Context: an optimization exercise on an open-source flow, tuned for small area, a short achievable clock period and few clock cycles. The choices shown serve that exercise and are no tape-out recipe.
The RTL was checked by simulation tests, not by an equivalence proof against the original design.
Power is estimated from default activity; no workload was simulated.

==> flow/design.v (outline; a module is shown in full before it is edited, if it fits) <==
// module fir_channel: 618 lines
// module fir_lane: 1461 lines
// module fir_sum: 1377 lines
module fir_channel (
    input  wire        clk,
    input  wire        rst,
    input  wire        in_valid,
    input  wire [23:0] in_data,
    output wire        in_ready,
    input  wire        cfg_we,
    input  wire [5:0]  cfg_addr,
    input  wire [31:0] cfg_wdata,
    output wire        idle,
    output reg         out_valid,
    output reg  [23:0] out_y,
    output reg         out_invalid,
    output reg         out_sat,
    output reg  [1:0]  thr_on,
    output reg  [1:0]  thr_chg,
    output reg  [1:0]  thr_pip,
    output reg  [15:0] sat_cnt
);
  // ...
==> flow/flow/run.sh <==
#!/bin/bash
# The standard layout (standard.sh: ORFS synth .. finish, unchanged scripts and
# constraints), with ORFS's repair_timing asked to aim for setup slack well above zero,
# so that it also shortens paths that already meet the 13 ns clock. Gate cloning is
# skipped so that every register of the standard synthesis is kept as it is.
# The full output of the ORFS run goes to standard.log in the work folder; ORFS's
# per-step logs are under orfs/logs/.
set -euo pipefail
export SETUP_SLACK_MARGIN=8.3
export SKIP_GATE_CLONING=1
bash standard.sh > standard.log 2>&1
==> flow/standard.sh <==
#!/bin/bash
# synth_recipe.tcl (not shown) runs the flow's synth.tcl, then flattens the netlist and writes it again
# the make line also repeats each setting of config.mk as NAME=value (left out here)
make -C /OpenROAD-flow-scripts/flow DESIGN_CONFIG=/design/flow/config.mk WORK_HOME=/design/flow/orfs CLKGATE_MAP_FILE= SYNTH_SCRIPT=/design/flow/synth_recipe.tcl "${@:-finish}"
==> flow/config.mk <==
export PLATFORM = sky130hd
export DESIGN_NAME = fir_channel
export DESIGN_NICKNAME = fir_channel
export VERILOG_FILES = /design/flow/design.v
export SDC_FILE = /design/flow/constraint.sdc
export NUM_CORES = 4
export LEC_CHECK = 0
export CAP_MARGIN = 20
export CORE_MARGIN = 2
export CORE_UTILIZATION = 45
export PLACE_DENSITY = 0.6
export SLEW_MARGIN = 20
==> flow/constraint.sdc <==
create_clock -name core_clock -period 13.0 [get_ports {clk}]
set_input_delay 2.6000 -clock core_clock [delete_from_list [all_inputs] [get_ports {clk}]]
set_output_delay 2.6000 -clock core_clock [all_outputs]
set_load 0.01 [all_outputs]
==> impl_metrics.toml, run 1 <==
[run_status]
status = "timing/DRC/antenna clean"

[synth]
yosysTopAreaCellShare_pct = 30.4
synth_edf_count = 2060
yosysUniqueCellTypes = 99

[critical_path]
critPathCapture = "op_tw[2][7]"
r2r_setup_slack_ns = 8.13
r2r-start = "ra_rp[2][1]"
crit_family = "simple AND/OR/NAND/NOR gates"
max_stage_delay_ns = 0.98
regToRegEndpoint = "op_tw[2][7]"
crit_required_ns = 13.75

[global_routing]
grt.busiest_layer = "met2"

[final_layout]
multi_input_gates = 11800
seq_cells = 3387
seqCellArea_um2 = 88500
multi_input_area_share_pct = 46.2
nFillCells = 39900

[power]
top_power_group = "combinational cells"
power.density_nw_per_um2 = 293

[placement]
io_buffers = 114
dpl.hpwl_um = 468000
placed_cell_area_um2 = 212000
globalplace.congestion = 0.956

[timing]
worstMarginPinSlew_ns = 1.34
setup_ws_ns = 8.13
hold_viol_final = 0

[clocking]
numCtsBuffers = 371
clkSlewWorstSetupHoldPaths_ns = 0.06

[floorplanning]
boundaryPins = 117

[worst_hold_path]
min_path_cells = 0
Testbench counts, summed over its fixed seeds: cycles 10,267.
==> module fir_channel, before the edit <==
module fir_channel (
    input  wire        clk,
    input  wire        rst,
    input  wire        in_valid,
    input  wire [23:0] in_data,
    output wire        in_ready,
    input  wire        cfg_we,
    input  wire [5:0]  cfg_addr,
    input  wire [31:0] cfg_wdata,
    output wire        idle,
    output reg         out_valid,
    output reg  [23:0] out_y,
    output reg         out_invalid,
    output reg         out_sat,
    output reg  [1:0]  thr_on,
    output reg  [1:0]  thr_chg,
    output reg  [1:0]  thr_pip,
    output reg  [15:0] sat_cnt
);
    localparam FD = 4;       
    integer s, j, t;
    reg        wr1, wr2;
    reg [5:0]  wa1;
    reg [29:0] wd1;
    always @(posedge clk) begin
        if (rst) begin
            wr1 <= 1'b0;
            wr2 <= 1'b0;
        end else begin
            wr1 <= cfg_we;
            wr2 <= wr1;
        end
        wa1 <= cfg_addr;
        wd1 <= cfg_wdata[29:0];
    end
    wire sync0 = cfg_we && ((cfg_addr == 6'h00) || (cfg_addr == 6'h02) ||
                            (cfg_addr == 6'h03) || (cfg_addr == 6'h04) ||
                            ((cfg_addr == 6'h01) && cfg_wdata[0]));
    wire sync1 = wr1 && ((wa1 == 6'h00) || (wa1 == 6'h02) || (wa1 == 6'h03) ||
                         (wa1 == 6'h04) || ((wa1 == 6'h01) && wd1[0]));
    wire cfg_blk = wr1 | wr2;
    reg [1:0]  stages;
    reg [5:0]  taps  [0:2];
    reg [6:0]  dec   [0:2];
    reg [5:0]  shift [0:2];
    reg [23:0] thr_level   [0:1];
    reg [23:0] thr_hyst    [0:1];
    reg [15:0] thr_persist [0:1];
    reg        thr_dir     [0:1];
    reg [1:0]  thr_edge    [0:1];
    reg        thr_en      [0:1];
    reg [23:0] coef [0:31];
    always @(posedge clk) begin
        if (rst) begin
            stages <= 2'd1;
            for (s = 0; s < 3; s = s + 1) begin
                taps[s]  <= 6'd1;
                dec[s]   <= 7'd1;
                shift[s] <= 6'd0;
            end
            for (s = 0; s < 2; s = s + 1) begin
                thr_level[s]   <= 24'd0;
                thr_hyst[s]    <= 24'd0;
                thr_persist[s] <= 16'd1;
                thr_dir[s]     <= 1'b0;
                thr_edge[s]    <= 2'd0;
                thr_en[s]      <= 1'b0;
            end
        end else if (wr1) begin
            case (wa1)
                6'h00: stages <= (wd1[17:16] == 2'd0) ? 2'd1 : wd1[17:16];
                6'h02, 6'h03, 6'h04: begin
                    taps[wa1[1:0] - 2'd2]  <= wd1[5:0];
                    dec[wa1[1:0] - 2'd2]   <= wd1[22:16];
                    shift[wa1[1:0] - 2'd2] <= wd1[29:24];
                end
                6'h08, 6'h0C: thr_level[wa1[2]] <= wd1[23:0];
                6'h09, 6'h0D: thr_hyst[wa1[2]]  <= wd1[23:0];
                6'h0A, 6'h0E: begin
                    thr_persist[wa1[2]] <= (wd1[15:0] == 16'd0) ? 16'd1 : wd1[15:0];
                    thr_dir[wa1[2]]     <= wd1[16];
                    thr_edge[wa1[2]]    <= wd1[18:17];
                    thr_en[wa1[2]]      <= wd1[19];
                end
                default: ;
            endcase
        end
    end
    always @(posedge clk) begin
        if (wr1 && wa1[5])
            coef[wa1[4:0]] <= wd1[23:0];
    end
    reg [3:0] nch_c [0:2];
    reg [5:0] bs_c  [0:2];
    always @* begin
        for (s = 0; s < 3; s = s + 1)
            nch_c[s] = ({1'b0, taps[s][5:2]}) + (taps[s][1:0] != 2'd0);
        bs_c[0] = 6'd0;
        bs_c[1] = taps[0];
        bs_c[2] = taps[0] + taps[1];
    end
    reg [5:0] e0, e1, e2;          
    reg [5:0] bs  [0:2];           
    reg [3:0] nch [0:2];           
    reg [1:0] last;                
    reg [5:0] bq  [0:2];           
    reg signed [6:0] slc [0:2];    
    always @(posedge clk) begin
        e0 <= taps[0];
        e1 <= (stages != 2'd1) ? taps[0] + taps[1] : taps[0];
        e2 <= (stages == 2'd3) ? taps[0] + taps[1] + taps[2]
            : (stages != 2'd1) ? taps[0] + taps[1] : taps[0];
        bs[0] <= 6'd0;
        bs[1] <= taps[0];
        bs[2] <= taps[0] + taps[1];
        for (s = 0; s < 3; s = s + 1) begin
            nch[s] <= ({1'b0, taps[s][5:2]}) + (taps[s][1:0] != 2'd0);
            slc[s] <= $signed({1'b0, taps[s]}) - $signed({1'b0, nch_c[s], 2'b00});
            bq[s]  <= bs_c[s] + {nch_c[s][2:0] - 3'd1, 2'b00};
        end
        last <= stages - 2'd1;
    end
    reg [23:0] fq0, fq1;
    reg [1:0]  fcnt;
    reg        in_rdy_r;
    assign in_ready = in_rdy_r;
    wire accept = in_valid & in_rdy_r;
    reg [24:0] fb1 [0:FD-1];
    reg [24:0] fb2 [0:FD-1];
    reg [2:0]  fc1, fc2;
    reg [2:0]  cred1, cred2;
    reg [6:0] phase [0:2];
    reg       em_r  [0:2];       
    reg signed [6:0] sl [0:2];   
    reg [5:0] fill  [0:2];
    reg [5:0] vrun  [0:2];
    reg [1:0] js    [0:2];       
    reg [2:0] jj    [0:2];       
    reg [5:0] jq    [0:2];       
    reg [5:0] jp    [0:2];       
    reg [4:0] joff  [0:2];       
    reg [5:0] jfill [0:2];       
    reg       jinv  [0:2];
    reg [23:0] dl_r [0:31];      
    wire cr_ok1 = (cred1 < FD);
    wire cr_ok2 = (cred2 < FD);
    wire [2:0] isc   = {js[2] == 2'd2, js[1] == 2'd2, js[0] == 2'd2};
    wire       isc_v = |isc;
    wire [23:0] xin [0:2];
    wire        iin [0:2];
    assign xin[0] = fq0;
    assign iin[0] = 1'b0;
    assign xin[1] = fb1[0][23:0];
    assign iin[1] = fb1[0][24];
    assign xin[2] = fb2[0][23:0];
    assign iin[2] = fb2[0][24];
    wire [2:0] avail = {fc2 != 3'd0, fc1 != 3'd0, (fcnt != 2'd0) && !cfg_blk};
    reg [2:0] em, ok;
    reg [6:0] ph_inc [0:2];
    always @* begin
        for (s = 0; s < 3; s = s + 1) begin
            ph_inc[s] = phase[s] + 7'd1;
            em[s]     = em_r[s];
            ok[s]     = isc[s] ? ((sl[s] > 7'sd0) && (!em[s] || (jj[s] == 3'd0)))
                               : (js[s] == 2'd0);
        end
    end
    wire [2:0] push;
    assign push[0] = avail[0] & ok[0];
    assign push[2] = avail[2] & ok[2];
    assign push[1] = avail[1] & ok[1] & ~push[2];
    wire [23:0] rbus = push[2] ? xin[2] : xin[1];
    wire [2:0] nw = push & em;       
    always @(posedge clk) begin
        if (push[0])
            dl_r[0] <= fq0;
        for (j = 1; j < 32; j = j + 1) begin
            if (((j < e0) && push[0]) ||
                ((j >= e0) && (j < e1) && push[1]) ||
                ((j >= e1) && (j < e2) && push[2]))
                dl_r[j] <= ((j == e0) || (j == e1)) ? rbus : dl_r[j-1];
        end
    end
    reg [2:0] fs;
    always @* begin
        fs = 3'b000;
        if (!isc_v) begin
            if ((js[2] == 2'd1) || nw[2])
                fs = 3'b100;
            else if (((js[1] == 2'd1) || nw[1]) && ((last == 2'd1) || cr_ok2))
                fs = 3'b010;
            else if (((js[0] == 2'd1) || nw[0]) && ((last == 2'd0) || cr_ok1))
                fs = 3'b001;
        end
    end
    wire [2:0] isu   = isc | fs;
    wire       isu_v = |isu;
    wire [1:0] isx   = isu[2] ? 2'd2 : isu[1] ? 2'd1 : 2'd0;
    reg [5:0] fill_n [0:2];
    reg [5:0] vrun_n [0:2];
    reg [2:0] k_jj   [0:2];
    reg [5:0] k_jq   [0:2];
    reg [5:0] k_jp   [0:2];
    reg [5:0] k_fill [0:2];
    reg       k_inv  [0:2];
    reg signed [6:0] k_sl [0:2];
    always @* begin
        for (s = 0; s < 3; s = s + 1) begin
            fill_n[s] = (fill[s] == 6'd32) ? 6'd32 : fill[s] + 6'd1;
            vrun_n[s] = iin[s] ? 6'd0 : (vrun[s] == 6'd63) ? 6'd63 : vrun[s] + 6'd1;
            if (nw[s] && !isc[s]) begin
                k_jj[s]   = nch[s][2:0] - 3'd1;
                k_jq[s]   = bq[s];
                k_jp[s]   = bq[s];
                k_fill[s] = fill_n[s];
                k_inv[s]  = (vrun_n[s] < taps[s]);
                k_sl[s]   = slc[s];
            end else begin
                k_jj[s]   = jj[s];
                k_jq[s]   = jq[s];
                k_jp[s]   = jp[s];
                k_fill[s] = jfill[s];
                k_inv[s]  = jinv[s];
                k_sl[s]   = sl[s];
            end
        end
    end
    wire [2:0] c_jj   = k_jj[isx];
    wire [5:0] c_jq   = k_jq[isx];
    wire [5:0] c_jp   = k_jp[isx];
    wire [5:0] c_fill = k_fill[isx];
    wire       c_inv  = k_inv[isx];
    wire [5:0] c_taps = taps[isx];
    wire [3:0] c_nch  = nch[isx];
    wire       c_push = |(push & isc);
    wire [5:0] c_pr   = c_jp + {5'd0, c_push};
    reg  [2:0] rq_n [0:3];
    reg  [2:0] rp_n [0:3];
    reg  [3:0] lv_n;
    reg  [5:0] kk;
    reg  [1:0] ri;
    always @* begin
        for (j = 0; j < 4; j = j + 1) begin
            rq_n[j] = c_jq[4:2] + ((j < c_jq[1:0]) ? 3'd1 : 3'd0);
            rp_n[j] = c_pr[4:2] + ((j < c_pr[1:0]) ? 3'd1 : 3'd0);
            ri      = j[1:0] - c_pr[1:0];
            kk      = {1'b0, c_jj, 2'b00} + {4'd0, ri};
            lv_n[j] = isu_v && (kk < c_taps) && (kk < c_fill);
        end
    end
    reg [2:0] jsb_n;
    always @* begin
        for (s = 0; s < 3; s = s + 1)
            jsb_n[s] = nw[s] | (js[s] != 2'd0);
    end
    always @(posedge clk) begin
        for (s = 0; s < 3; s = s + 1) begin
            em_r[s] <= push[s] ? (em[s] ? (dec[s] == 7'd1) : (ph_inc[s] + 7'd1 == dec[s]))
                               : (ph_inc[s] == dec[s]);
            if (push[s]) begin
                phase[s] <= em[s] ? 7'd0 : ph_inc[s];
                fill[s]  <= fill_n[s];
                vrun[s]  <= vrun_n[s];
            end
            if (isu[s]) begin
                js[s]   <= (k_jj[s] == 3'd0) ? 2'd0 : 2'd2;
                jj[s]   <= k_jj[s] - 3'd1;
                jq[s]   <= k_jq[s] - 6'd4;
                jp[s]   <= k_jp[s] - ((push[s] && isc[s]) ? 6'd3 : 6'd4);
                sl[s]   <= k_sl[s] + ((push[s] && isc[s]) ? 7'sd3 : 7'sd4);
                jfill[s] <= k_fill[s];
                jinv[s]  <= k_inv[s];
                if (!isc[s])
                    joff[s] <= 5'd0;
                else if (push[s])
                    joff[s] <= joff[s] + 5'd1;
            end
            if (nw[s] && isc[s]) begin
                js[s]    <= 2'd1;
                jj[s]    <= nch[s][2:0] - 3'd1;
                jq[s]    <= bq[s];
                jp[s]    <= bq[s];
                joff[s]  <= 5'd0;
                jfill[s] <= fill_n[s];
                jinv[s]  <= (vrun_n[s] < taps[s]);
                sl[s]    <= slc[s];
            end else if (nw[s] && !isu[s]) begin
                js[s]    <= 2'd1;
                jj[s]    <= nch[s][2:0] - 3'd1;
                jq[s]    <= bq[s];
                jp[s]    <= bq[s];
                joff[s]  <= 5'd0;
                jfill[s] <= fill_n[s];
                jinv[s]  <= (vrun_n[s] < taps[s]);
                sl[s]    <= slc[s];
            end
            if (rst || sync1) begin
                phase[s] <= 7'd0;
                fill[s]  <= 6'd0;
                vrun[s]  <= 6'd0;
                js[s]    <= 2'd0;
            end
        end
    end
    reg [2:0] ra_rq [0:3];
    reg [2:0] ra_rp [0:3];
    reg [1:0] ra_rot;
    reg [3:0] ra_lv;
    reg       ra_v, ra_first, ra_last, ra_inv;
    reg [1:0] ra_s;
    always @(posedge clk) begin
        for (j = 0; j < 4; j = j + 1) begin
            ra_rq[j] <= rq_n[j];
            ra_rp[j] <= rp_n[j];
        end
        ra_rot   <= c_pr[1:0] - c_jq[1:0];
        ra_first <= ({1'b0, c_jj} == c_nch - 4'd1);
        ra_last  <= (c_jj == 3'd0);
        ra_inv   <= c_inv;
        ra_s     <= isx;
        if (rst) begin
            ra_lv <= 4'd0;
            ra_v  <= 1'b0;
        end else begin
            ra_lv <= lv_n;
            ra_v  <= isu_v;
        end
    end
    reg [23:0] cq [0:3];
    reg [23:0] aq [0:3];
    reg [23:0] xq [0:3];
    reg [1:0]  rr;
    always @* begin
        for (j = 0; j < 4; j = j + 1) begin
            cq[j] = coef[{ra_rq[j], j[1:0]}];
            xq[j] = dl_r[{ra_rp[j], j[1:0]}];
        end
        for (j = 0; j < 4; j = j + 1) begin
            rr    = j[1:0] - ra_rot;
            aq[j] = cq[rr];
        end
    end
    reg [11:0] bo_on [0:3];
    reg [11:0] bo_tw [0:3];
    reg [11:0] bo_ng [0:3];
    reg [24:0] xe;
    always @* begin
        for (j = 0; j < 4; j = j + 1) begin
            xe = {xq[j], 1'b0};
            for (s = 0; s < 12; s = s + 1) begin
                bo_on[j][s] = ra_lv[j] & (xe[2*s+1] ^ xe[2*s]);
                bo_tw[j][s] = ra_lv[j] & ((xe[2*s+2] & ~xe[2*s+1] & ~xe[2*s]) |
                                          (~xe[2*s+2] & xe[2*s+1] & xe[2*s]));
                bo_ng[j][s] = ra_lv[j] & xe[2*s+2] & ~(xe[2*s+1] & xe[2*s]);
            end
        end
    end
    reg [23:0] op_a  [0:3];
    reg [11:0] op_on [0:3];
    reg [11:0] op_tw [0:3];
    reg [11:0] op_ng [0:3];
    reg        p_v, p_first, p_last, p_inv;
    reg [1:0]  p_s;
    always @(posedge clk) begin
        for (j = 0; j < 4; j = j + 1) begin
            op_a[j]  <= aq[j];
            op_on[j] <= bo_on[j];
            op_tw[j] <= bo_tw[j];
            op_ng[j] <= bo_ng[j];
        end
        p_first <= ra_first;
        p_last  <= ra_last;
        p_inv   <= ra_inv;
        p_s     <= ra_s;
        if (rst) p_v <= 1'b0;
        else     p_v <= ra_v;
    end
    wire [47:0] ln_s [0:3];
    wire [47:0] ln_c [0:3];
    genvar gl;
    generate
        for (gl = 0; gl < 4; gl = gl + 1) begin : g_lane
            fir_lane u_lane (
                .on(op_on[gl]), .tw(op_tw[gl]), .ng(op_ng[gl]), .a(op_a[gl]),
                .s(ln_s[gl]), .c(ln_c[gl])
            );
        end
    endgenerate
    reg [47:0] l_s [0:3];
    reg [47:0] l_c [0:3];
    reg        l_v, l_first, l_last, l_inv;
    reg [1:0]  l_s_st;
    always @(posedge clk) begin
        for (j = 0; j < 4; j = j + 1) begin
            l_s[j] <= ln_s[j];
            l_c[j] <= ln_c[j];
        end
        l_first <= p_first;
        l_last  <= p_last;
        l_inv   <= p_inv;
        l_s_st  <= p_s;
        if (rst) l_v <= 1'b0;
        else     l_v <= p_v;
    end
    reg  [53:0] acc_s, acc_c;
    wire [53:0] t_s, t_c;
    wire        keep = !(l_v && l_first);
    fir_sum u_sum (
        .s0(l_s[0]), .c0(l_c[0]), .s1(l_s[1]), .c1(l_c[1]),
        .s2(l_s[2]), .c2(l_c[2]), .s3(l_s[3]), .c3(l_c[3]),
        .accs(acc_s & {54{keep}}), .accc(acc_c & {54{keep}}),
        .s(t_s), .c(t_c)
    );
    reg        m_v, m_inv;
    reg [1:0]  m_s;
    reg [5:0]  m_sh;
    always @(posedge clk) begin
        acc_s <= t_s;
        acc_c <= t_c;
        m_inv <= l_inv;
        m_s   <= l_s_st;
        m_sh  <= shift[l_s_st];
        if (rst) m_v <= 1'b0;
        else     m_v <= l_v & l_last;
    end
    reg [53:0] f1_acc;
    reg        f1_v, f1_inv;
    reg [1:0]  f1_s;
    reg [5:0]  f1_sh;
    always @(posedge clk) begin
        f1_acc <= acc_s + acc_c;
        f1_inv <= m_inv;
        f1_s   <= m_s;
        f1_sh  <= m_sh;
        if (rst) f1_v <= 1'b0;
        else     f1_v <= m_v;
    end
    localparam signed [53:0] MAX48 = 54'sd140737488355327;
    localparam signed [53:0] MIN48 = -54'sd140737488355328;
    wire sat48_hi = !f1_acc[53] && (f1_acc[52:47] != 6'd0);
    wire sat48_lo =  f1_acc[53] && (f1_acc[52:47] != 6'h3f);
    reg  [48:0] bias;
    always @* begin
        for (j = 0; j < 49; j = j + 1)
            bias[j] = f1_acc[53] ? (j + 1 < f1_sh) : (j + 1 == f1_sh);
    end
    reg [48:0] f2_sum;
    reg        f2_v, f2_inv, f2_sat;
    reg [1:0]  f2_s;
    reg [5:0]  f2_sh;
    always @(posedge clk) begin
        f2_sum <= (sat48_hi || sat48_lo) ? {f1_acc[53], 1'b1, 47'd0}
                                         : f1_acc[48:0] + bias;
        f2_sat <= sat48_hi | sat48_lo;
        f2_inv <= f1_inv;
        f2_s   <= f1_s;
        f2_sh  <= f1_sh;
        if (rst) f2_v <= 1'b0;
        else     f2_v <= f1_v;
    end
    wire signed [48:0] q = $signed(f2_sum) >>> f2_sh;
    wire sat24_hi = !q[48] && (q[47:23] != 25'd0);
    wire sat24_lo =  q[48] && (q[47:23] != 25'h1ffffff);
    wire [23:0] r24 = sat24_hi ? 24'h7fffff : sat24_lo ? 24'h800000 : q[23:0];
    wire r_sat = f2_sat | sat24_hi | sat24_lo;
    wire to_out = f2_v && (f2_s == last);
    wire wr_f1  = f2_v && (f2_s == 2'd0) && (last != 2'd0);
    wire wr_f2  = f2_v && (f2_s == 2'd1) && (last == 2'd2);
    wire [2:0] fc1_n = fc1 + {2'b0, wr_f1} - {2'b0, push[1]};
    wire [2:0] fc2_n = fc2 + {2'b0, wr_f2} - {2'b0, push[2]};
    always @(posedge clk) begin
        for (j = 0; j < FD; j = j + 1) begin
            if (wr_f1 && (j == fc1 - {2'b0, push[1]}))
                fb1[j] <= {f2_inv, r24};
            else if (push[1] && (j < FD - 1))
                fb1[j] <= fb1[(j < FD - 1) ? j + 1 : j];
            if (wr_f2 && (j == fc2 - {2'b0, push[2]}))
                fb2[j] <= {f2_inv, r24};
            else if (push[2] && (j < FD - 1))
                fb2[j] <= fb2[(j < FD - 1) ? j + 1 : j];
        end
        if (rst) begin
            fc1   <= 3'd0;
            fc2   <= 3'd0;
            cred1 <= 3'd0;
            cred2 <= 3'd0;
        end else begin
            fc1   <= fc1_n;
            fc2   <= fc2_n;
            cred1 <= cred1 + {2'b0, (fs[0] && (last != 2'd0))} - {2'b0, push[1]};
            cred2 <= cred2 + {2'b0, (fs[1] && (last == 2'd2))} - {2'b0, push[2]};
        end
    end
    wire [1:0] fcnt_n = fcnt + {1'b0, accept} - {1'b0, push[0]};
    always @(posedge clk) begin
        if (push[0])
            fq0 <= (fcnt == 2'd2) ? fq1 : in_data;
        else if (fcnt == 2'd0)
            fq0 <= in_data;
        if (((fcnt == 2'd1) && !push[0]) || ((fcnt == 2'd2) && push[0]))
            fq1 <= in_data;
        if (rst) begin
            fcnt     <= 2'd0;
            in_rdy_r <= 1'b1;
        end else begin
            fcnt     <= fcnt_n;
            in_rdy_r <= (fcnt_n != 2'd2);
        end
    end
    reg        res_v, res_inv, res_sat;
    reg [23:0] res_y;
    always @(posedge clk) begin
        res_y   <= r24;
        res_inv <= f2_inv;
        res_sat <= r_sat;
        if (rst) begin
            res_v   <= 1'b0;
            sat_cnt <= 16'd0;
        end else begin
            res_v <= to_out;
            if (f2_v && r_sat && (sat_cnt != 16'hffff))
                sat_cnt <= sat_cnt + 16'd1;
        end
    end
    reg signed [25:0] thr_lo [0:1];
    reg signed [25:0] thr_hi [0:1];
    always @(posedge clk) begin
        for (t = 0; t < 2; t = t + 1) begin
            thr_lo[t] <= {{2{thr_level[t][23]}}, thr_level[t]} - {2'b00, thr_hyst[t]};
            thr_hi[t] <= {{2{thr_level[t][23]}}, thr_level[t]} + {2'b00, thr_hyst[t]};
        end
    end
    reg        o1_v, o1_inv, o1_sat;
    reg [23:0] o1_y;
    reg [1:0]  o1_toff, o1_ton;
    reg signed [25:0] ys, lvl, lo_lim, hi_lim;
    reg [1:0]  t_off, t_on;
    always @* begin
        ys = {{2{res_y[23]}}, res_y};
        for (t = 0; t < 2; t = t + 1) begin
            lvl    = {{2{thr_level[t][23]}}, thr_level[t]};
            lo_lim = thr_lo[t];
            hi_lim = thr_hi[t];
            t_off[t] = thr_dir[t] ? (ys <= lvl) : (ys >= lvl);
            t_on[t]  = thr_dir[t] ? (ys > hi_lim) : (ys < lo_lim);
        end
    end
    always @(posedge clk) begin
        o1_y    <= res_y;
        o1_inv  <= res_inv;
        o1_sat  <= res_sat;
        o1_toff <= t_off;
        o1_ton  <= t_on;
        if (rst) o1_v <= 1'b0;
        else     o1_v <= res_v;
    end
    reg [15:0] thr_cnt [0:1];
    reg [1:0]  t_on_n, t_chg_n, t_pip_n;
    reg [15:0] t_cnt_n [0:1];
    reg        t_test;
    reg [16:0] cnt_inc;
    always @* begin
        for (t = 0; t < 2; t = t + 1) begin
            t_test     = thr_on[t] ? o1_ton[t] : o1_toff[t];
            cnt_inc    = {1'b0, thr_cnt[t]} + 17'd1;
            t_on_n[t]  = thr_on[t];
            t_chg_n[t] = 1'b0;
            t_cnt_n[t] = thr_cnt[t];
            if (thr_en[t] && !o1_inv) begin
                if (t_test) begin
                    if (cnt_inc == {1'b0, thr_persist[t]}) begin
                        t_on_n[t]  = ~thr_on[t];
                        t_chg_n[t] = 1'b1;
                        t_cnt_n[t] = 16'd0;
                    end else begin
                        t_cnt_n[t] = cnt_inc[15:0];
                    end
                end else begin
                    t_cnt_n[t] = 16'd0;
                end
            end
            case (thr_edge[t])
                2'd0:    t_pip_n[t] = t_chg_n[t] &  t_on_n[t];
                2'd1:    t_pip_n[t] = t_chg_n[t] & ~t_on_n[t];
                default: t_pip_n[t] = t_chg_n[t];
            endcase
        end
    end
    always @(posedge clk) begin
        out_y       <= o1_y;
        out_invalid <= o1_inv;
        out_sat     <= o1_sat;
        thr_chg     <= t_chg_n;
        thr_pip     <= t_pip_n;
        if (rst) out_valid <= 1'b0;
        else     out_valid <= o1_v;
        if (rst || sync0) begin
            thr_on     <= 2'b00;
            thr_cnt[0] <= 16'd0;
            thr_cnt[1] <= 16'd0;
        end else if (o1_v) begin
            thr_on     <= t_on_n;
            thr_cnt[0] <= t_cnt_n[0];
            thr_cnt[1] <= t_cnt_n[1];
        end
    end
    reg idle_r;
    assign idle = idle_r;
    always @(posedge clk) begin
        if (rst)
            idle_r <= 1'b1;
        else
            idle_r <= !((fcnt_n != 2'd0) || (|jsb_n) || isu_v || (ra_v && ra_last) ||
                        (p_v && p_last) || (l_v && l_last) ||
                        m_v || f1_v || (fc1_n != 3'd0) || (fc2_n != 3'd0) ||
                        to_out || res_v);
    end
endmodule
==> run 2: changes to the inputs <==
--- a/flow/design.v
+++ b/flow/design.v
@@ -17,7 +17,8 @@
     output reg  [1:0]  thr_pip,
     output reg  [15:0] sat_cnt
 );
-    localparam FD = 4;       
+    localparam FD  = 4;      
+    localparam FD2 = 2;      
     integer s, j, t;
     reg        wr1, wr2;
     reg [5:0]  wa1;
@@ -126,7 +127,7 @@
     assign in_ready = in_rdy_r;
     wire accept = in_valid & in_rdy_r;
     reg [24:0] fb1 [0:FD-1];
-    reg [24:0] fb2 [0:FD-1];
+    reg [24:0] fb2 [0:FD2-1];
     reg [2:0]  fc1, fc2;
     reg [2:0]  cred1, cred2;
     reg [6:0] phase [0:2];
@@ -143,7 +144,7 @@
     reg       jinv  [0:2];
     reg [23:0] dl_r [0:31];      
     wire cr_ok1 = (cred1 < FD);
-    wire cr_ok2 = (cred2 < FD);
+    wire cr_ok2 = (cred2 < FD2);
     wire [2:0] isc   = {js[2] == 2'd2, js[1] == 2'd2, js[0] == 2'd2};
     wire       isc_v = |isc;
     wire [23:0] xin [0:2];
@@ -474,10 +475,12 @@
                 fb1[j] <= {f2_inv, r24};
             else if (push[1] && (j < FD - 1))
                 fb1[j] <= fb1[(j < FD - 1) ? j + 1 : j];
+        end
+        for (j = 0; j < FD2; j = j + 1) begin
             if (wr_f2 && (j == fc2 - {2'b0, push[2]}))
                 fb2[j] <= {f2_inv, r24};
-            else if (push[2] && (j < FD - 1))
-                fb2[j] <= fb2[(j < FD - 1) ? j + 1 : j];
+            else if (push[2] && (j < FD2 - 1))
+                fb2[j] <= fb2[(j < FD2 - 1) ? j + 1 : j];
         end
         if (rst) begin
             fc1   <= 3'd0;
@@ -522,14 +525,6 @@
                 sat_cnt <= sat_cnt + 16'd1;
         end
     end
-    reg signed [25:0] thr_lo [0:1];
-    reg signed [25:0] thr_hi [0:1];
-    always @(posedge clk) begin
-        for (t = 0; t < 2; t = t + 1) begin
-            thr_lo[t] <= {{2{thr_level[t][23]}}, thr_level[t]} - {2'b00, thr_hyst[t]};
-            thr_hi[t] <= {{2{thr_level[t][23]}}, thr_level[t]} + {2'b00, thr_hyst[t]};
-        end
-    end
     reg        o1_v, o1_inv, o1_sat;
     reg [23:0] o1_y;
     reg [1:0]  o1_toff, o1_ton;
@@ -539,8 +534,8 @@
         ys = {{2{res_y[23]}}, res_y};
         for (t = 0; t < 2; t = t + 1) begin
             lvl    = {{2{thr_level[t][23]}}, thr_level[t]};
-            lo_lim = thr_lo[t];
-            hi_lim = thr_hi[t];
+            lo_lim = lvl - {2'b00, thr_hyst[t]};
+            hi_lim = lvl + {2'b00, thr_hyst[t]};
             t_off[t] = thr_dir[t] ? (ys <= lvl) : (ys >= lvl);
             t_on[t]  = thr_dir[t] ? (ys > hi_lim) : (ys < lo_lim);
         end
==> run 2 against run 1 <==
  * Critical endpoint is now f2_sum[47]
  * Synthesized area down 2.6%
  * Wire length is 0.17% lower
  * Worst setup slack better by 0.17 ns
==> impl_metrics.toml, run 2 <==
[floorplanning]
core.rowCount = 243
dieArea_um2 = 446000
boundaryPins = 117
die_h_um = 668
coreArea_um2 = 438000
start_util_pct = 45.2
die_x_um = 668

[clocking]
postCtsHoldBufs = 0
numCtsBuffers = 353
cts.sinks = 3235
clk_path_buf_depth = 4
ctsHtreeMaxLevel = 5
clkSlewWorstSetupHoldPaths_ns = 0.06
root_buffer = "clkbuf_16"
clock_latency_ns = 1.00
cts_tree = "built"

[synth]
synth_compound_area_share_pct = 12.0
synthTopCellsByArea = "edfxtp_1 (30%), fa_1 (13%), dfxtp_1 (12%)"
synthFlopType = "edfxtp_1"
yosysTopAreaCellShare_pct = 30.5
synth_seq_area_share_pct = 42.8
yosys.area_share.adder_pct = 17.0
netlist_area_um2 = 198000
syn_area_per_cell_um2 = 11.0
yosys_warnings = 97
netlist_instances = 18100
synth_top_area_cell = "edfxtp_1"
synth.most_common_cell = "edfxtp_1"
yosys-top-cells-count = "edfxtp_1 (2010), inv_1 (1893), nor2_1 (1485)"
ys_async_sr_fraction_pct = 0
synth_top_family_by_area = "adder cells"
synth.area.mux_share_pct = 7.06
ys_ff_latch = 3235
synth_edf_count = 2010
synthSimpleGateAreaFrac_pct = 8.04
yosysUniqueCellTypes = 90
synth_xor_xnor_area_share_pct = 7.01

[critical_path]
critical_path.max_fanout = 6
start_kind = "register"
crit_required_ns = 13.81
r2r_setup_slack_ns = 8.31
arrival_ns = 5.50
crit_type = "reg -> reg"
worst_setup_path_end_kind = "register"

[route]
drt_iter0_drc = 18900
first_pass_iters = 7
wl_met1_um = 274000
antenna_left = 0
drc = 0
wirelength_um = 696000
top_layer = "met5"
wire_per_inst_um = 28.9
route.met3.wl_um = 83200
num_vias = 145000
vias_per_cell = 6.01
wl_met2_um = 297000

[power]
pwr-share-clk_pct = 15.7
pwr-share-seq_pct = 25.2
switching_share_pct = 48.0
vdd_drop_max_uv = 174
combPwrFrac_pct = 59.0
p_switching_uw = 31100
power.density_nw_per_um2 = 294
p_int_uw = 33800
p_leak_uw = 0.0844

[timing]
hold_viol_final = 0
final.setup_skew_ns = 0.0693
slew_headroom_pct = 12.1
rsz0062_at_grt = "true"
worstMarginPinSlew_ns = 1.32
setup_ws_ns = 8.31
fmax_mhz = 213
finalSetupTns_ns = 0
setup-violations-final = 0
post-route-min-period_ns = 4.69
period_share_pct = 36.1
drv_slew = 0

[placement]
place_ws_ns = 6.31
placed_cell_area_um2 = 207000
io_buffers = 114
globalplace.congestion = 0.964
dpl.hpwl_um = 469000

[final_layout]
finalInstanceArea_um2 = 221000
drive_gt1_share_pct = 12.1
area_growth_pct = 11.4
multi_input_area_um2 = 103000
nNetsFinal = 19900
most-common-layout-cells = "edfxtp_1 (2010), inv_1 (1889), nor2_1 (1433), a21oi_1 (1297), fa_1 (1240)"
seqCellArea_um2 = 85000
nFillCells = 39300
final_common_cell = "edfxtp_1"

[global_routing]
antenna_found_initial = 65
track_usage_pct = 30.6
grt_pass1_wl_um = 993000
grt_max_degree = 106
grt_overflow_total = 0
grt_pass1_vias = 140000

[flow_run]
drv_cap = 0

[run_status]
status = "timing/DRC/antenna clean"

[worst_hold_path]
min_path_type = "reg -> reg"
==> run 2: cell types whose count changed after synthesis, sizes merged, moves of 16 or more <==
cell	previous run	this run
a21o	100	129
dfxtp	1327	1225
a21oi	1332	1315
nand2b	86	60
edfxtp	2060	2010
mux4	367	389
o21a	61	91
inv	2000	1893
o221ai	30	14
mux2	359	284
o22ai	109	87
o21ai	541	522
==> run 2: routing by layer <==
layer  track usage, %  up-vias
met3             7.87     1795
met2             45.3     8576
met1             41.8    72200
li1                 -    62100
met5           0.0326        -
met4             15.2       36
==> run 2: final cells by class <==
cell class              count  share of cell area (%)
diodes                     44                  0.0499
clock buffers             490                    4.49
clock inverters           167                   0.778
inverters                1905                    3.25
multi-input cells       11600                    46.8
flip-flops and latches   3235                    38.5
well taps                5880                    3.33
repair buffers            720                    2.76
==> run 2: power groups by stage <==
stage	registers, uW	logic (uW)	clock network (uW)
final	16400	38300	10200
after global routing	16500	41700	10700
after global placement	16500	36300	0
after floorplan	15500	23100	0
after CTS	16400	37400	10300
after detailed placement	16500	36800	0
==> run 2: path summary, 6_finish.rpt <==
path,startpoint,endpoint,cells past startpoint
max,f1_sh[4],f2_sum[47],16
min,o1_y[15],out_y[15],0
max reg2reg,f1_sh[4],f2_sum[47],16
min reg2reg,o1_y[15],out_y[15],0
==> run 2: cell families after synthesis <==
group | Yosys count
DFF | 3235
AOI/OAI and AO/OA | 3766
muxes | 877
adders and majority gates | 1949
xor gates and xnor gates | 1586
buffers and inverters | 3176
and+or+nand+nor | 3461
other | 1
==> run 2: critical path, stage by stage, from the launching register on <==
cell and delay (ns):
dfxtp_2 0.32, buf_12 0.14, or3_4 0.43, o31ai_1 0.33
ha_1 0.31, nand4_1 0.18, or2_2 0.34, a2111o_1 0.38
o211ai_1 0.32, o31a_1 0.21, o2111ai_2 0.17, a211o_1 0.32
buf_6 0.13, a31o_4 0.24, a211oi_2 0.24, nor3_1 0.07
or3b_4 0.39
==> run 2: per-stage QoR <==
| stage | util, % | hold WS (ns) | cells | total power (uW) |
|---|---|---|---|---|
| floorplan | - | 0.310 | 18100 | 38600 |
| global placement | 47.3 | 0.311 | 23300 | 52800 |
| detailed placement | 47.3 | 0.312 | 23300 | 53300 |
| CTS | 50.1 | 0.298 | 24000 | 64100 |
| global route | 50.3 | 0.320 | 24000 | 68900 |
| finish | 50.3 | 0.298 | 24100 | 64900 |
==> run 2: timing repair <==
item,4_1_cts,5_1_grt
endpoints found under the setup margin,541,184
gates resized for setup,106,111
pin swaps,29,54
cloned,0,0
setup buffers,33,40
Testbench counts of run 2, summed over its fixed seeds: cycles 10,271.
==> run 3: changes to the inputs <==
--- a/flow/design.v
+++ b/flow/design.v
@@ -128,6 +128,8 @@
     wire accept = in_valid & in_rdy_r;
     reg [24:0] fb1 [0:FD-1];
     reg [24:0] fb2 [0:FD2-1];
+    reg [1:0]  wp1, rp1;         
+    reg        wp2, rp2;
     reg [2:0]  fc1, fc2;
     reg [2:0]  cred1, cred2;
     reg [6:0] phase [0:2];
@@ -151,10 +153,10 @@
     wire        iin [0:2];
     assign xin[0] = fq0;
     assign iin[0] = 1'b0;
-    assign xin[1] = fb1[0][23:0];
-    assign iin[1] = fb1[0][24];
-    assign xin[2] = fb2[0][23:0];
-    assign iin[2] = fb2[0][24];
+    assign xin[1] = fb1[rp1][23:0];
+    assign iin[1] = fb1[rp1][24];
+    assign xin[2] = fb2[rp2][23:0];
+    assign iin[2] = fb2[rp2][24];
     wire [2:0] avail = {fc2 != 3'd0, fc1 != 3'd0, (fcnt != 2'd0) && !cfg_blk};
     reg [2:0] em, ok;
     reg [6:0] ph_inc [0:2];
@@ -333,8 +335,12 @@
     reg [1:0]  rr;
     always @* begin
         for (j = 0; j < 4; j = j + 1) begin
-            cq[j] = coef[{ra_rq[j], j[1:0]}];
-            xq[j] = dl_r[{ra_rp[j], j[1:0]}];
+            cq[j] = 24'd0;
+            xq[j] = 24'd0;
+            for (t = 0; t < 8; t = t + 1) begin
+                cq[j] = cq[j] | (coef[4 * t + j] & {24{ra_rq[j] == t}});
+                xq[j] = xq[j] | (dl_r[4 * t + j] & {24{ra_rp[j] == t}});
+            end
         end
         for (j = 0; j < 4; j = j + 1) begin
             rr    = j[1:0] - ra_rot;
@@ -470,19 +476,15 @@
     wire [2:0] fc1_n = fc1 + {2'b0, wr_f1} - {2'b0, push[1]};
     wire [2:0] fc2_n = fc2 + {2'b0, wr_f2} - {2'b0, push[2]};
     always @(posedge clk) begin
-        for (j = 0; j < FD; j = j + 1) begin
-            if (wr_f1 && (j == fc1 - {2'b0, push[1]}))
-                fb1[j] <= {f2_inv, r24};
-            else if (push[1] && (j < FD - 1))
-                fb1[j] <= fb1[(j < FD - 1) ? j + 1 : j];
-        end
-        for (j = 0; j < FD2; j = j + 1) begin
-            if (wr_f2 && (j == fc2 - {2'b0, push[2]}))
-                fb2[j] <= {f2_inv, r24};
-            else if (push[2] && (j < FD2 - 1))
-                fb2[j] <= fb2[(j < FD2 - 1) ? j + 1 : j];
-        end
+        if (wr_f1)
+            fb1[wp1] <= {f2_inv, r24};
+        if (wr_f2)
+            fb2[wp2] <= {f2_inv, r24};
         if (rst) begin
+            wp1   <= 2'd0;
+            rp1   <= 2'd0;
+            wp2   <= 1'b0;
+            rp2   <= 1'b0;
             fc1   <= 3'd0;
             fc2   <= 3'd0;
             cred1 <= 3'd0;
@@ -490,6 +492,10 @@
         end else begin
             fc1   <= fc1_n;
             fc2   <= fc2_n;
+            if (wr_f1)   wp1 <= wp1 + 2'd1;
+            if (push[1]) rp1 <= rp1 + 2'd1;
+            if (wr_f2)   wp2 <= ~wp2;
+            if (push[2]) rp2 <= ~rp2;
             cred1 <= cred1 + {2'b0, (fs[0] && (last != 2'd0))} - {2'b0, push[1]};
             cred2 <= cred2 + {2'b0, (fs[1] && (last == 2'd2))} - {2'b0, push[2]};
         end
--- a/flow/config.mk
+++ b/flow/config.mk
@@ -8,5 +8,7 @@
 export CAP_MARGIN = 20
 export CORE_MARGIN = 2
 export CORE_UTILIZATION = 45
+export CTS_CLUSTER_DIAMETER = 80
+export CTS_CLUSTER_SIZE = 20
 export PLACE_DENSITY = 0.6
 export SLEW_MARGIN = 20
==> run 3 against run 2 <==
  * Design area shrank 3.8%
  * Synthesized cell count shrank 2.5%
  * Highest routed layer unchanged
  * Final cell count shrank 3.7%
  * Sequential power is essentially flat
  * Clock skew grew 0.011 ns
  * Maximum frequency grew 0.49%
  * Clock power shrank about 30%
  * Register-to-register slack gained 0.02 ns
  * Via count shrank 2.2%
  * Flip-flop and latch count grew 7
==> impl_metrics.toml, run 3 <==
[critical_path]
crit_required_ns = 13.92
start_kind = "register"
crit_type = "reg -> reg"
critical_path.max_fanout = 3
cp_slowest_cell = "edfxtp_1"
arrival_ns = 5.60
worst_setup_path_end_kind = "register"
max_stage_delay_ns = 0.42

[global_routing]
antenna_found_initial = 55
grt_max_degree = 106
grt_pass1_vias = 139000
grt_pass1_wl_um = 992000
grt_overflow_total = 0
track_usage_pct = 31.0

[timing]
finalSetupTns_ns = 0
slew_headroom_pct = 21.3
worstMarginPinSlew_ns = 1.18
drv_slew = 0
final.setup_skew_ns = 0.0807
hold_viol_final = 0
setup-violations-final = 0
post-route-min-period_ns = 4.67
fmax_mhz = 214
period_share_pct = 35.9
rsz0062_at_grt = "true"

[placement]
io_buffers = 114
globalplace.congestion = 0.945
dpl.hpwl_um = 458000
placed_cell_area_um2 = 205000

[route]
antenna_left = 0
vias_per_cell = 6.10
drc = 0
wirelength_um = 701000
drt_iter0_drc = 17300
num_vias = 142000
first_pass_iters = 8
wire_per_inst_um = 30.2

[synth]
synth_seq_area_share_pct = 43.4
ys_ff_latch = 3242
yosysTopAreaCellShare_pct = 30.8
synth_edf_count = 2010
ys_async_sr_fraction_pct = 0
yosys_warnings = 93
synthFlopType = "edfxtp_1"
syn_area_per_cell_um2 = 11.1
netlist_instances = 17600
yosys-top-cells-count = "edfxtp_1 (2010), a22oi_1 (1862), inv_1 (1861)"
synth_top_area_cell = "edfxtp_1"
synth.most_common_cell = "edfxtp_1"
synthTopCellsByArea = "edfxtp_1 (31%), fa_1 (13%), dfxtp_1 (13%)"
yosysUniqueCellTypes = 102
netlist_area_um2 = 196000

[final_layout]
most-common-layout-cells = "edfxtp_1 (2010), a22oi_1 (1859), inv_1 (1858), fa_1 (1240), dfxtp_1 (1174)"
nNetsFinal = 19300
final_util_pct = 48.9
drive_gt1_share_pct = 10.8
finalInstanceArea_um2 = 212000
area_growth_pct = 8.39
final_common_cell = "edfxtp_1"

[clocking]
root_buffer = "clkbuf_16"
numCtsBuffers = 212
clkSlewWorstSetupHoldPaths_ns = 0.09
clock_latency_ns = 0.99
clk_path_buf_depth = 4
cts.sinks = 3242
ctsHtreeMaxLevel = 4
cts_tree = "built"

[flow_run]
drv_cap = 0

[floorplanning]
start_util_pct = 45.2
die_h_um = 664
core.rowCount = 242
coreArea_um2 = 434000
dieArea_um2 = 441000
boundaryPins = 117
die_x_um = 664

[power]
p_leak_uw = 0.0806
power.density_nw_per_um2 = 242
vdd_drop_max_uv = 217

[worst_hold_path]
min_path_type = "reg -> reg"

[run_status]
status = "timing/DRC/antenna clean"
## run 3: per-layer routing
metal	GRT usage, %	part of all wire, %
met1	40.0	38
met2	45.7	42
met3	10.3	13
met4	17.3	6.8
met5	0	0.039
## run 3: power by group
group	internal (uW)	switching, uW
Sequential	14000	2030
Combinational	8880	19300
Clock	3240	3920
Total	26100	25200
## run 3: logic make-up after synthesis
kind of cell    count (synthesis)  synth area share (%)
compound gates               3780                  13.0
xor+xnor                     1588                  7.10
fa+ha+maj                    1949                  17.2
buf+inv                      3099                  5.97
flops                        3242                  43.4
mux                           944                  5.69
other cells                     1               0.00191
simple gates                 2989                  7.62
## run 3: final timing paths
kind / startpoint / endpoint / slack (ns) / depth (start not counted)
setup reg to reg: thr_level[1][0] / o1_ton[1] / 8.33 / 25
hold reg to reg: o1_y[7] / out_y[7] / 0.33 / 0
hold / removal: o1_y[7] / out_y[7] / 0.33 / 0
setup / recovery: thr_level[1][0] / o1_ton[1] / 8.33 / 25
## run 3: per-stage QoR
stage	hold slack, ns	std cells	total power (uW)	worst slack [ns]
2_1_floorplan	0.310	17600	31200	7.83
3_3_place_gp	0.310	22700	42800	7.18
3_5_place_dp	0.312	22700	43300	7.13
4_1_cts	0.326	23100	50600	8.31
5_1_grt	0.333	23100	54200	8.10
6_report	0.326	23200	51400	8.33
## run 3: layout make-up
class                   count  area (um2)
well taps                5734        7170
repair buffers            655        5390
clock buffers             303        5720
multi-input cells       11300      101000
inverters                1872        7050
flip-flops and latches   3242       85100
clock inverters            71         957
diodes                     73         183
fillers                 38900      222000
## run 3: what timing repair did
item	CTS	global route
hold buffers	0	0
endpoints found under the setup margin	184	133
resized for setup	80	76
setup buffers	14	18
pin swaps	17	26
## run 3: critical path, delay by kind of cell (launching register included)
family                   cells  cell delay (ns)
AO/OA/AOI/OAI               17             2.94
XOR/XNOR                     1             0.19
adder cells (fa/ha/maj)      3             0.80
buffers and inverters        2             0.14
flip-flops                   1             0.42
AND/OR/NAND/NOR              2             0.14
Testbench counts of run 3, summed over its fixed seeds: cycles 10,271.
==> run 4: changes to the inputs <==
--- a/flow/config.mk
+++ b/flow/config.mk
@@ -8,7 +8,5 @@
 export CAP_MARGIN = 20
 export CORE_MARGIN = 2
 export CORE_UTILIZATION = 45
-export CTS_CLUSTER_DIAMETER = 80
-export CTS_CLUSTER_SIZE = 20
 export PLACE_DENSITY = 0.6
 export SLEW_MARGIN = 20
==> run 4 against run 3 <==
  * Critical path type unchanged
  * Non-clock buffer count is 1 higher
  * First-iteration DRC count is 4.8% higher
  * Still clean
  * Power increased by 6.0%
  * Synthesized area unchanged
  * Sequential power about the same
  * Clock power increased by 42%
  * Maximum frequency barely moved
==> impl_metrics.toml, run 4 <==
[run_status]
status = "timing/DRC/antenna clean"

[floorplanning]
start_util_pct = 45.2
core.rowCount = 242
die_x_um = 664
die_h_um = 664
dieArea_um2 = 441000
coreArea_um2 = 434000
boundaryPins = 117

[synth]
synthFlopType = "edfxtp_1"
synth_top_area_cell = "edfxtp_1"
synth.area.mux_share_pct = 5.69
synth.most_common_cell = "edfxtp_1"
synthSimpleGateAreaFrac_pct = 7.62
yosys_warnings = 93
synthTopCellsByArea = "edfxtp_1 (31%), fa_1 (13%), dfxtp_1 (13%)"
synth_top_family_by_area = "adder cells"
synth_xor_xnor_area_share_pct = 7.10
yosys.area_share.adder_pct = 17.2
ys_ff_latch = 3242
netlist_area_um2 = 196000
synth_edf_count = 2010
yosysTopAreaCellShare_pct = 30.8
syn_area_per_cell_um2 = 11.1
ys_async_sr_fraction_pct = 0
yosys-top-cells-count = "edfxtp_1 (2010), a22oi_1 (1862), inv_1 (1861)"
netlist_instances = 17600
synth_compound_area_share_pct = 13.0
synth_seq_area_share_pct = 43.4
yosysUniqueCellTypes = 102

[final_layout]
nNetsFinal = 19400
drive_gt1_share_pct = 12.1
most-common-layout-cells = "edfxtp_1 (2010), a22oi_1 (1859), inv_1 (1857), fa_1 (1239), dfxtp_1 (1176)"
final_common_cell = "edfxtp_1"
area_growth_pct = 10.9
finalInstanceArea_um2 = 217000
final_util_pct = 50.1

[global_routing]
grt_overflow_total = 0
grt_pass1_vias = 140000
antenna_found_initial = 51
grt_max_degree = 106
track_usage_pct = 31.1
grt_pass1_wl_um = 997000

[timing]
finalSetupTns_ns = 0
post-route-min-period_ns = 4.68
worstMarginPinSlew_ns = 1.18
rsz0062_at_grt = "true"
period_share_pct = 36.0
drv_slew = 0
fmax_mhz = 214
slew_headroom_pct = 19.4
final.setup_skew_ns = 0.0904
setup-violations-final = 0
hold_viol_final = 0
whs_ns = 0.316

[critical_path]
max_stage_delay_ns = 0.42
arrival_ns = 5.56
crit_required_ns = 13.88
regToRegEndpoint = "o1_ton[1]"
ff2ff_path_depth = 25
start_kind = "register"
r2r-start = "thr_level[1][0]"
cp_slowest_cell = "edfxtp_1"
worst_setup_path_end_kind = "register"
critical_path.max_fanout = 3
crit_type = "reg -> reg"
r2r_setup_slack_ns = 8.32

[worst_hold_path]
hold_end = "m_inv"
min_path_type = "reg -> reg"
min_path_cells = 0
worstHoldStart = "l_inv"

[clocking]
root_buffer = "clkbuf_16"
clock_latency_ns = 1.00
cts.sinks = 3242
ctsHtreeMaxLevel = 5
postCtsHoldBufs = 0
cts_tree = "built"
clk_path_buf_depth = 4
clkSlewWorstSetupHoldPaths_ns = 0.06
numCtsBuffers = 356

[route]
wirelength_um = 704000
vias_per_cell = 6.08
antenna_left = 0
num_vias = 143000
drc = 0
first_pass_iters = 9
wire_per_inst_um = 30.0
drt_iter0_drc = 18100

[placement]
globalplace.congestion = 0.945
dpl.hpwl_um = 458000
placed_cell_area_um2 = 205000
io_buffers = 114

[power]
total_power_uw = 54500
p_leak_uw = 0.0830
vdd_drop_max_uv = 203
power.density_nw_per_um2 = 251

[flow_run]
drv_cap = 0
==> run 4: cell counts after synthesis <==
Identical to the previous run, type by type.
==> run 4: worst max-delay path by stage <==
| stage | startpoint | end | slack [ns] | cells past startpoint |
|---|---|---|---|---|
| final | thr_level[1][0] | o1_ton[1] | 8.32 | 25 |
| after global routing | thr_level[1][0] | o1_ton[1] | 8.11 | 25 |
| after CTS | f1_sh[4] | f2_sum[46] | 8.30 | 19 |
| after detailed placement | sl[2][0] | ra_rot[1] | 7.13 | 16 |
| after global placement | sl[2][0] | ra_rot[1] | 7.18 | 16 |
| after floorplan | sl[2][0] | dl_r[25][0] | 7.83 | 7 |
==> run 4: per-layer routing <==
metal / share of wire (%) / GRT usage [%]
met3: 12 / 10.3
met4: 6.8 / 17.3
met1: 38 / 40.2
met2: 42 / 46.0
met5: 0.034 / 0
==> run 4: power by group <==
part	switching [uW]	total (uW)	leakage, uW	internal [uW]
sequential	2040	16100	0.0289	14100
combinational	19300	28200	0.0485	8890
clock	4410	10200	0.00567	5770
==> run 4: critical path: cells and delay by family, from the launching register on <==
kind	cells	cell delay [ns]
AOI/OAI and AO/OA	17	2.91
xor gates and xnor gates	1	0.19
adders and majority gates	3	0.79
buffers and inverters	2	0.14
DFF	1	0.42
and+or+nand+nor	2	0.14
==> run 4: per-stage QoR <==
step,cells,setup WS (ns)
after floorplan,17600,7.83
after global placement,22700,7.18
after detailed placement,22700,7.13
after CTS,23400,8.30
after global routing,23400,8.11
final,23500,8.32
==> run 4: logic make-up (layout without fill, tap and decap cells) <==
family / Yosys count / count (layout)
mux: 944 / 944
simple gates: 2989 / 2989
buf+inv: 3099 / 3173
fa+ha+maj: 1949 / 1949
compound gates: 3780 / 3780
other cells: 1 / 89
flops: 3242 / 3242
xor+xnor: 1588 / 1588
==> run 4: repair_timing <==
action,4_1_cts,5_1_grt
pin swaps,16,28
buffers inserted,13,20
gates resized for setup,81,83
endpoints found under the setup margin,225,89
==> run 4: layout make-up <==
type	count	area, um2
inverter	1872	7050
clock inverter	179	1660
multi-input combinational	11300	101000
clock buffer	466	9910
timing repair buffer	656	5380
fill	38500	217000
antenna	83	208
sequential	3242	85100
tap	5734	7170
==> run 5: changes to the inputs <==
--- a/flow/design.v
+++ b/flow/design.v
@@ -20,25 +20,40 @@
     localparam FD  = 4;      
     localparam FD2 = 2;      
     integer s, j, t;
+    wire sync0 = cfg_we && ((cfg_addr == 6'h00) || (cfg_addr == 6'h02) ||
+                            (cfg_addr == 6'h03) || (cfg_addr == 6'h04) ||
+                            ((cfg_addr == 6'h01) && cfg_wdata[0]));
     reg        wr1, wr2;
     reg [5:0]  wa1;
     reg [29:0] wd1;
+    reg        ws_cfg, ws_sync;
+    reg [2:0]  ws_stg;
+    reg [1:0]  ws_lvl, ws_hys, ws_ctl;
     always @(posedge clk) begin
         if (rst) begin
             wr1 <= 1'b0;
+            ws_cfg  <= 1'b0;
+            ws_sync <= 1'b0;
+            ws_stg  <= 3'd0;
+            ws_lvl  <= 2'd0;
+            ws_hys  <= 2'd0;
+            ws_ctl  <= 2'd0;
             wr2 <= 1'b0;
         end else begin
             wr1 <= cfg_we;
+            ws_cfg  <= cfg_we && (cfg_addr == 6'h00);
+            ws_sync <= sync0;
+            ws_stg  <= {cfg_we && (cfg_addr == 6'h04), cfg_we && (cfg_addr == 6'h03),
+                        cfg_we && (cfg_addr == 6'h02)};
+            ws_lvl  <= {cfg_we && (cfg_addr == 6'h0C), cfg_we && (cfg_addr == 6'h08)};
+            ws_hys  <= {cfg_we && (cfg_addr == 6'h0D), cfg_we && (cfg_addr == 6'h09)};
+            ws_ctl  <= {cfg_we && (cfg_addr == 6'h0E), cfg_we && (cfg_addr == 6'h0A)};
             wr2 <= wr1;
         end
         wa1 <= cfg_addr;
         wd1 <= cfg_wdata[29:0];
     end
-    wire sync0 = cfg_we && ((cfg_addr == 6'h00) || (cfg_addr == 6'h02) ||
-                            (cfg_addr == 6'h03) || (cfg_addr == 6'h04) ||
-                            ((cfg_addr == 6'h01) && cfg_wdata[0]));
-    wire sync1 = wr1 && ((wa1 == 6'h00) || (wa1 == 6'h02) || (wa1 == 6'h03) ||
-                         (wa1 == 6'h04) || ((wa1 == 6'h01) && wd1[0]));
+    wire sync1 = ws_sync;
     wire cfg_blk = wr1 | wr2;
     reg [1:0]  stages;
     reg [5:0]  taps  [0:2];
@@ -67,24 +82,28 @@
                 thr_edge[s]    <= 2'd0;
                 thr_en[s]      <= 1'b0;
             end
-        end else if (wr1) begin
-            case (wa1)
-                6'h00: stages <= (wd1[17:16] == 2'd0) ? 2'd1 : wd1[17:16];
-                6'h02, 6'h03, 6'h04: begin
-                    taps[wa1[1:0] - 2'd2]  <= wd1[5:0];
-                    dec[wa1[1:0] - 2'd2]   <= wd1[22:16];
-                    shift[wa1[1:0] - 2'd2] <= wd1[29:24];
+        end else begin
+            if (ws_cfg)
+                stages <= (wd1[17:16] == 2'd0) ? 2'd1 : wd1[17:16];
+            for (s = 0; s < 3; s = s + 1) begin
+                if (ws_stg[s]) begin
+                    taps[s]  <= wd1[5:0];
+                    dec[s]   <= wd1[22:16];
+                    shift[s] <= wd1[29:24];
                 end
-                6'h08, 6'h0C: thr_level[wa1[2]] <= wd1[23:0];
-                6'h09, 6'h0D: thr_hyst[wa1[2]]  <= wd1[23:0];
-                6'h0A, 6'h0E: begin
-                    thr_persist[wa1[2]] <= (wd1[15:0] == 16'd0) ? 16'd1 : wd1[15:0];
-                    thr_dir[wa1[2]]     <= wd1[16];
-                    thr_edge[wa1[2]]    <= wd1[18:17];
-                    thr_en[wa1[2]]      <= wd1[19];
+            end
+            for (s = 0; s < 2; s = s + 1) begin
+                if (ws_lvl[s])
+                    thr_level[s] <= wd1[23:0];
+                if (ws_hys[s])
+                    thr_hyst[s] <= wd1[23:0];
+                if (ws_ctl[s]) begin
+                    thr_persist[s] <= (wd1[15:0] == 16'd0) ? 16'd1 : wd1[15:0];
+                    thr_dir[s]     <= wd1[16];
+                    thr_edge[s]    <= wd1[18:17];
+                    thr_en[s]      <= wd1[19];
                 end
-                default: ;
-            endcase
+            end
         end
     end
     always @(posedge clk) begin
@@ -534,16 +553,16 @@
     reg        o1_v, o1_inv, o1_sat;
     reg [23:0] o1_y;
     reg [1:0]  o1_toff, o1_ton;
-    reg signed [25:0] ys, lvl, lo_lim, hi_lim;
+    reg signed [25:0] ys, lvl, lim;
     reg [1:0]  t_off, t_on;
     always @* begin
         ys = {{2{res_y[23]}}, res_y};
         for (t = 0; t < 2; t = t + 1) begin
             lvl    = {{2{thr_level[t][23]}}, thr_level[t]};
-            lo_lim = lvl - {2'b00, thr_hyst[t]};
-            hi_lim = lvl + {2'b00, thr_hyst[t]};
+            lim    = lvl + (thr_dir[t] ? $signed({2'b00, thr_hyst[t]})
+                                       : -$signed({2'b00, thr_hyst[t]}));
             t_off[t] = thr_dir[t] ? (ys <= lvl) : (ys >= lvl);
-            t_on[t]  = thr_dir[t] ? (ys > hi_lim) : (ys < lo_lim);
+            t_on[t]  = thr_dir[t] ? (ys > lim) : (ys < lim);
         end
     end
     always @(posedge clk) begin
--- a/flow/config.mk
+++ b/flow/config.mk
@@ -8,5 +8,7 @@
 export CAP_MARGIN = 20
 export CORE_MARGIN = 2
 export CORE_UTILIZATION = 45
+export CTS_CLUSTER_DIAMETER = 80
+export CTS_CLUSTER_SIZE = 20
 export PLACE_DENSITY = 0.6
 export SLEW_MARGIN = 20
==> run 5 against run 4 <==
  * Wire length decreased by 4.3%
  * Largest power group unchanged
  * Still clean on timing, DRC and antenna
  * Register-to-register slack improved by 0.02 ns
  * Global-route usage decreased by 0.80 points
==> impl_metrics.toml, run 5 <==
[run_status]
status = "timing/DRC/antenna clean"

[critical_path]
cp_cell_sequence = "nor2_4 > nor4b_4 > nand2_2 > nor2_2 > nor2_2 > xor2_1 > ha_1 > buf_6 > a21o_1 > a221o_1 > o31a_1 > nor4_4 > o31ai_2 > buf_4 > a211oi_2 > nor2_1 > xnor2_1 > ha_2 > nand4_1 > nor2_1 > nand2_1 > o41ai_1 > mux2i_1"
start_kind = "register"
cp_slowest_cell = "dfxtp_4"
worst_setup_path_end_kind = "register"
critical_path.max_fanout = 4
cp_num_buf_inv = 2
arrival_ns = 5.51
crit_type = "reg -> reg"
max_stage_delay_ns = 0.37
crit_family = "simple AND/OR/NAND/NOR gates"
crit_required_ns = 13.86

[route]
wire_per_inst_um = 29.2
wirelength_um = 674000
drc = 0
route.met3.wl_um = 79800
drt_iter0_drc = 18100
top_layer = "met5"
vias_per_cell = 6.04
num_vias = 139000
wl_met1_um = 267000
wl_met2_um = 282000
antenna_left = 0
first_pass_iters = 8

[timing]
fmax_mhz = 215
worstMarginPinSlew_ns = 1.25
finalSetupTns_ns = 0
rsz0062_at_grt = "true"
post-route-min-period_ns = 4.65
final.setup_skew_ns = 0.0882
period_share_pct = 35.8
drv_slew = 0
slew_headroom_pct = 16.6
setup-violations-final = 0
hold_viol_final = 0

[global_routing]
grt_max_degree = 152
antenna_found_initial = 36
grt_pass1_wl_um = 965000
grt_overflow_total = 0
grt_pass1_vias = 136000
track_usage_pct = 30.3

[synth]
ys_ff_latch = 3249
netlist_instances = 17500
synth_edf_count = 1811
synth_seq_area_share_pct = 42.9
yosysUniqueCellTypes = 97
yosys-top-cells-count = "edfxtp_1 (1811), inv_1 (1801), a22oi_1 (1727)"
synthTopCellsByArea = "edfxtp_1 (28%), dfxtp_1 (15%), fa_1 (13%)"
yosysTopAreaCellShare_pct = 28.1
netlist_area_um2 = 194000
synthFlopType = "edfxtp_1"
yosys_warnings = 111
ys_async_sr_fraction_pct = 0
synth.most_common_cell = "edfxtp_1"
synth_top_area_cell = "edfxtp_1"
syn_area_per_cell_um2 = 11.0

[power]
vdd_drop_max_uv = 247
power.density_nw_per_um2 = 245
p_leak_uw = 0.0794

[placement]
globalplace.congestion = 0.985
dpl.hpwl_um = 451000
io_buffers = 114
dp.cells = 22600

[clocking]
cts.sinks = 3249
cts_tree = "built"
numCtsBuffers = 211
clkSlewWorstSetupHoldPaths_ns = 0.09
clock_latency_ns = 1.01
ctsHtreeMaxLevel = 4
clk_path_buf_depth = 4
root_buffer = "clkbuf_16"

[floorplanning]
core.rowCount = 241
coreArea_um2 = 430000
start_util_pct = 45.1
dieArea_um2 = 436000
die_x_um = 660
die_h_um = 660
boundaryPins = 117

[final_layout]
most-common-layout-cells = "edfxtp_1 (1811), inv_1 (1797), a22oi_1 (1724), dfxtp_1 (1375), fa_1 (1239)"
multi_input_area_um2 = 101000
nNetsFinal = 19100
final_common_cell = "edfxtp_1"
seqCellArea_um2 = 83300
nFillCells = 39200
stdcell_count = 23100
area_growth_pct = 8.38
drive_gt1_share_pct = 11.2

[flow_run]
drv_cap = 0

[worst_hold_path]
min_path_type = "reg -> reg"
==> run 5: cell count changes in the layout (fill, tap and decap cells not counted), moves of 74 or more <==
cell / previous run / this run
nand4_1: 214 / 140
a22oi_1: 1859 / 1724
ha_1: 704 / 609
diode_2: 83 / 8
dfxtp_1: 1176 / 1375
mux2i_1: 270 / 398
a221oi_1: 18 / 92
edfxtp_1: 2010 / 1811
clkbuf_16: 366 / 213
nor2_1: 533 / 714
and2_1: 353 / 166
==> run 5: cell families after synthesis <==
family,Yosys count,synth area share [%]
xor gates and xnor gates,1589,7.18
buffers and inverters,3058,5.97
muxes,1113,6.68
AOI/OAI and AO/OA,3743,13.1
adders and majority gates,1856,16.8
and+or+nand+nor,2940,7.35
DFF,3249,42.9
==> run 5: routing by layer <==
metal | vias up | GRT usage (%)
met2 | 7802 | 44.2
met1 | 69500 | 41.0
li1 | 60500 | -
met4 | 18 | 16.4
met3 | 1470 | 8.27
met5 | - | 0
==> run 5: layout make-up <==
| class | instances | share of cell area [%] |
|---|---|---|
| multi-input combinational | 11200 | 47.9 |
| sequential | 3249 | 39.6 |
| tap | 5710 | 3.40 |
| inverter | 1810 | 3.24 |
| clock buffer | 291 | 2.70 |
| timing repair buffer | 686 | 2.64 |
| clock inverter | 68 | 0.435 |
| antenna | 8 | 0.00953 |
==> run 5: worst paths after layout <==
| check | start | slack (ns) | cells after the start | to |
|---|---|---|---|---|
| max | thr_hyst[0][2] | 8.35 | 23 | o1_ton[0] |
| min | f1_s[0] | 0.32 | 0 | f2_s[0] |
| min reg2reg | f1_s[0] | 0.32 | 0 | f2_s[0] |
| max reg2reg | thr_hyst[0][2] | 8.35 | 23 | o1_ton[0] |
==> run 5: per-stage QoR <==
stage | util, % | hold slack, ns | setup WS [ns] | instance area [um2] | power, uW
2_1_floorplan | - | 0.310 | 7.72 | 194000 | 31600
3_3_place_gp | 47.0 | 0.311 | 7.22 | 202000 | 43400
3_5_place_dp | 47.0 | 0.312 | 7.38 | 202000 | 43900
4_1_cts | 48.7 | 0.319 | 8.13 | 209000 | 51100
5_1_grt | 48.9 | 0.335 | 8.09 | 210000 | 54900
6_report | 48.9 | 0.325 | 8.35 | 210000 | 51500
==> run 5: timing repair <==
action / in CTS / in global routing
pin swaps: 32 / 77
buffers inserted: 19 / 41
hold buffers: 0 / 0
setup endpoints to repair: 182 / 80
gates resized for setup: 76 / 122
cloned: 0 / 0
==> run 5: where the power goes <==
part / leakage (uW) / internal, uW / switching, uW
registers: 0.0282 / 13000 / 1470
clock network: 0.00317 / 3260 / 3860
logic: 0.0481 / 9930 / 20000
Testbench counts of run 5, summed over its fixed seeds: cycles 10,271.

[afterwards: timing with drivers on the ports]
In the flow no input, the clock included, has a driving cell. The finished layouts below were timed again as built, in two steps.
Step 1, drivers: a clkbuf_16 drives clk and a buf_2 each remaining input, both assumed.
Step 2 also shifts input and output timing later by t, the mid clock arrival at the registers, as if the neighbouring blocks saw the same clock.
Slacks: no drivers / after step 1 / after step 2; pairs: no drivers / after step 1.
run | shift t [ns] | slack for setup (ns) | worst hold slack (ns) | worst data-port slew with drivers (ns)
run 1 | 1.075 | 8.133 / 8.133 / 8.131 | 0.319 / 0.319 / 0.319 | 0.12
run 2 | 1.066 | 8.305 / 8.258 / 7.349 | 0.298 / 0.298 / 0.298 | 0.22
run 3 | 1.065 | 8.328 / 8.301 / 7.705 | 0.326 / 0.326 / 0.326 | 0.18
run 4 | 1.068 | 8.324 / 8.277 / 7.674 | 0.316 / 0.316 / 0.316 | 0.18
run 5 | 1.087 | 8.348 / 8.283 / 7.756 | 0.325 / 0.325 / 0.325 | 0.08
After both steps every run listed still meets setup and hold. For run 2, which loses most, drivers alone change the setup slack by -0.047 ns; drivers and shift together by -0.956 ns.
